Context: an optimization exercise on an open-source flow, tuned for small area, a short achievable clock period and few clock cycles. The choices shown serve that exercise and are no tape-out recipe.
At most, simulation tests tie the RTL to the original design; equivalence was not proved.
Power and IR drop assume default switching activity.

## run D
// cle_xu
module cle_xu (
    input  wire        clk,
    input  wire        rst,           
    input  wire        in_valid,
    output reg         in_ready,
    input  wire [5:0]  in_op,
    input  wire [2:0]  in_sub,
    input  wire [4:0]  in_qs,         
    input  wire [31:0] in_a,
    input  wire [31:0] in_b,
    input  wire [31:0] in_c,
    output reg         out_valid,
    output reg  [31:0] out_result,
    output reg  [3:0]  out_flags,     
    output reg         out_pred
);
For scale: about 150 I/O pins.
export LEC_CHECK = 0
export ABC_AREA = 1
export CAP_MARGIN = 30
export CORE_MARGIN = 2
export CORE_UTILIZATION = 50
export SLEW_MARGIN = 30
create_clock -name core_clock -period 32.0 [get_ports {clk}]
standard.sh (not shown) runs the stock make flow with config.mk's settings and CLKGATE_MAP_FILE= SYNTH_SCRIPT=/design/flow/synth_recipe.tcl, a recipe that flattens the netlist after the stock synthesis.
==> flow/flow/run.sh <==
#!/bin/bash
set -uo pipefail
export SETUP_SLACK_MARGIN=25
export BUFFER_PORTS_ARGS="-buffer_cell sky130_fd_sc_hd__buf_2"
bash standard.sh > standard_flow.log 2>&1
Testbench counts of run D, summed over its fixed seeds: cycles 90,420.
What run B does differently from run D at the input level:
--- a/flow/design.v
+++ b/flow/design.v
@@ -35,26 +35,27 @@
         qs0  <= in_qs;
         a0   <= in_a;
         b0   <= in_b;
         c0   <= in_c;
         v0   <= accept & ~rst;
     end
     wire o_add  = op0 == OP_ADD,  o_sub  = op0 == OP_SUB,  o_mul  = op0 == OP_MUL;
     wire o_mac  = op0 == OP_MAC,  o_msu  = op0 == OP_MSU,  o_accr = op0 == OP_ACCR;
     wire o_accw = op0 == OP_ACCW, o_abs  = op0 == OP_ABS,  o_neg  = op0 == OP_NEG;
     wire o_shv  = op0 == OP_SHV,  o_cmp  = op0 == OP_CMP,  o_clmp = op0 == OP_CLAMP;
     wire o_rate = op0 == OP_RATE, o_div  = op0 == OP_DIV,  o_mov  = op0 == OP_MOV;
     wire mulop = o_mul | o_mac | o_msu;
-    wire [63:0] pp_s, pp_c;
+    wire [63:0] pp_s, pp_c, prod;
     cle_xu_booth u_mul (.a(a0), .b(b0), .s(pp_s), .c(pp_c));
+    cle_xu_add #(64) u_cpa (.a(pp_s), .b(pp_c), .cin(1'b0), .s(prod), .cout());
     wire        negA  = o_neg | ((o_abs | o_div) & a0[31]);
     wire [32:0] ax    = {a0[31], a0};
     wire [32:0] bx    = {b0[31], b0};
     wire [32:0] cx33  = {c0[31], c0};
     wire [32:0] rl33  = b0[31] ? 33'd0 : {1'b0, b0};           
     wire [32:0] add_x = negA ? 33'd0 : o_rate ? cx33 : ax;
     wire [32:0] add_y = o_add ? bx : o_sub ? ~bx : negA ? ~ax : o_rate ? rl33 : 33'd0;
     wire [32:0] add_s;
     cle_xu_add #(33) u_adds (.a(add_x), .b(add_y), .cin(o_sub | negA), .s(add_s), .cout());
     wire [33:0] cx    = {{2{c0[31]}}, c0};
     wire [33:0] rl    = b0[31] ? 34'd0 : {2'b00, b0};
     wire [33:0] c_pl = {add_s[32], add_s};                   
@@ -167,54 +168,51 @@
             dv_cnt <= DIV_ITERS;
             dv_r   <= dv_eq ? 31'd0 : dv_r0[30:0];
             dv_q   <= {dw[15:0], 16'd0};
             dv_neg <= dneg;
             dv_top <= dv_eq;
         end else if (dv_busy) begin
             dv_cnt <= dv_cnt - 4'd1;
             dv_r   <= st2[32:2];
             dv_q   <= {dv_q[27:0], st1[1:0], st2[1:0]};
         end
     end
     reg        v1;
-    reg [63:0] s1, c1;
+    reg [63:0] s1;
     reg [4:0]  qs1;
     reg [5:0]  k1;
     reg        shen1, issub1, useacc1, wracc1, clr1, accr1, sat_en1;
     reg [1:0]  idx1;
     reg        satf1, pred1, div0f1;
     reg        dvc1;          
     always @(posedge clk) begin
         v1      <= ((v0 & ~dv_load) | dv_done) & ~rst;
         dvc1    <= dv_done;
         s1      <= dv_done ? {dv_y, 31'd0} :
-                   mulop   ? pp_s : {x_small, 31'd0};
-        c1      <= (mulop & ~dv_done) ? pp_c : 64'd0;
+                   mulop   ? prod : {x_small, 31'd0};
         qs1     <= qs0;
         k1      <= dv_done ? 6'd31 : k_a;
         shen1   <= ~dv_done & (o_mac | o_msu | o_accw);
         issub1  <= ~dv_done & o_msu;
         useacc1 <= ~dv_done & (o_mac | o_msu | o_accr);
         wracc1  <= ~dv_done & (o_mac | o_msu | o_accw);
         clr1    <= ~dv_done & o_accr & sub0[2];
         accr1   <= ~dv_done & o_accr;
         sat_en1 <= dv_done | ~(o_mac | o_msu | o_accw);
         idx1    <= sub0[1:0];
         satf1   <= ~dv_done & (o_clmp | o_rate) & sub0[0] & (gt_hi | lt_lo);
         pred1   <= ~dv_done & o_cmp & cmp_res;
         div0f1  <= ~dv_done & o_div & dz;
     end
-    wire [63:0] p1;
-    cle_xu_add #(64) u_cpa (.a(s1), .b({c1[63:31], c1[30] | (dvc1 & dv_c), c1[29:0]}),
-                            .cin(1'b0), .s(p1), .cout());
+    wire [63:0] p1 = {s1[63:31], s1[30] | (dvc1 & dv_c), s1[29:0]};
     wire [4:0]  sh5    = shen1 ? {~qs1[4], qs1[3:0]} : 5'd16;
     wire        psg    = p1[63];
     wire [64:0] ws0;
     wire [66:0] ws1;
     wire [70:0] ws2;
     wire [78:0] ws3;
     wire [89:15] w;
     generate
         for (g = 0; g <= 64; g = g + 1) begin : gw0
             if (g == 0)       assign ws0[g] = ~sh5[0] & p1[0];
             else if (g == 64) assign ws0[g] = psg;
             else              assign ws0[g] = sh5[0] ? p1[g - 1] : p1[g];
[summary]
- Delta(net count after synthesis, run B - run D) < 0
- Going from run D to run B, area after synthesis shrinks by about 3.3%.
- End-of-flow core utilization is higher on run B
- Run D gets by with more registers than run B.
- Clock transition at the registers of the reported paths: run B > run D
- The detailed route wirelength on metal2 of run B falls short of that of run D by 1.4 mm.
- The final area number comes out higher for run B vs run D.
- Looking only at clock skew, and setting everything else aside, the lower value of run D and run B goes to run B.
- Cell count: run B lower than run D
- Per the comparison of run B with run D, combinational cell power picked up an extra about 180%; power picked up an extra 7.3 mW; post-synthesis share of cell area spent on full adders, half adders and majority gates picked up an extra 0.81 points.
- Every run (run D and run B) finished clean.
The RTL of run B was laid out without a check of its function.

[afterwards: timing with drivers on the ports]
No port has a modelled driver above. Below, the same layouts with a new extraction and two added sets of constraints. Step 1 (the two cells are an assumption about what drives the block):
set clk [get_ports {clk}]
set_driving_cell -lib_cell sky130_fd_sc_hd__clkbuf_16 $clk
set_driving_cell -lib_cell sky130_fd_sc_hd__buf_2 [delete_from_list [all_inputs] $clk]
Step 2 times the ports against the registers' clock, not the clock port: input delays grow and output delays shrink by t, the midpoint of the rising clock arrivals with the driver on. a / b / c = ideal ports / drivers / drivers and shift; a / b = the first two.
| run | t, ns | setup WS [ns] | cell pins on the clock port's net |
|---|---|---|---|
| run D | 0.859 | 24.328 / 24.234 / 24.561 | 1 |
| run B | 0.857 | 24.307 / 24.214 / 24.474 | 1 |
After both steps every run listed still meets setup and hold.
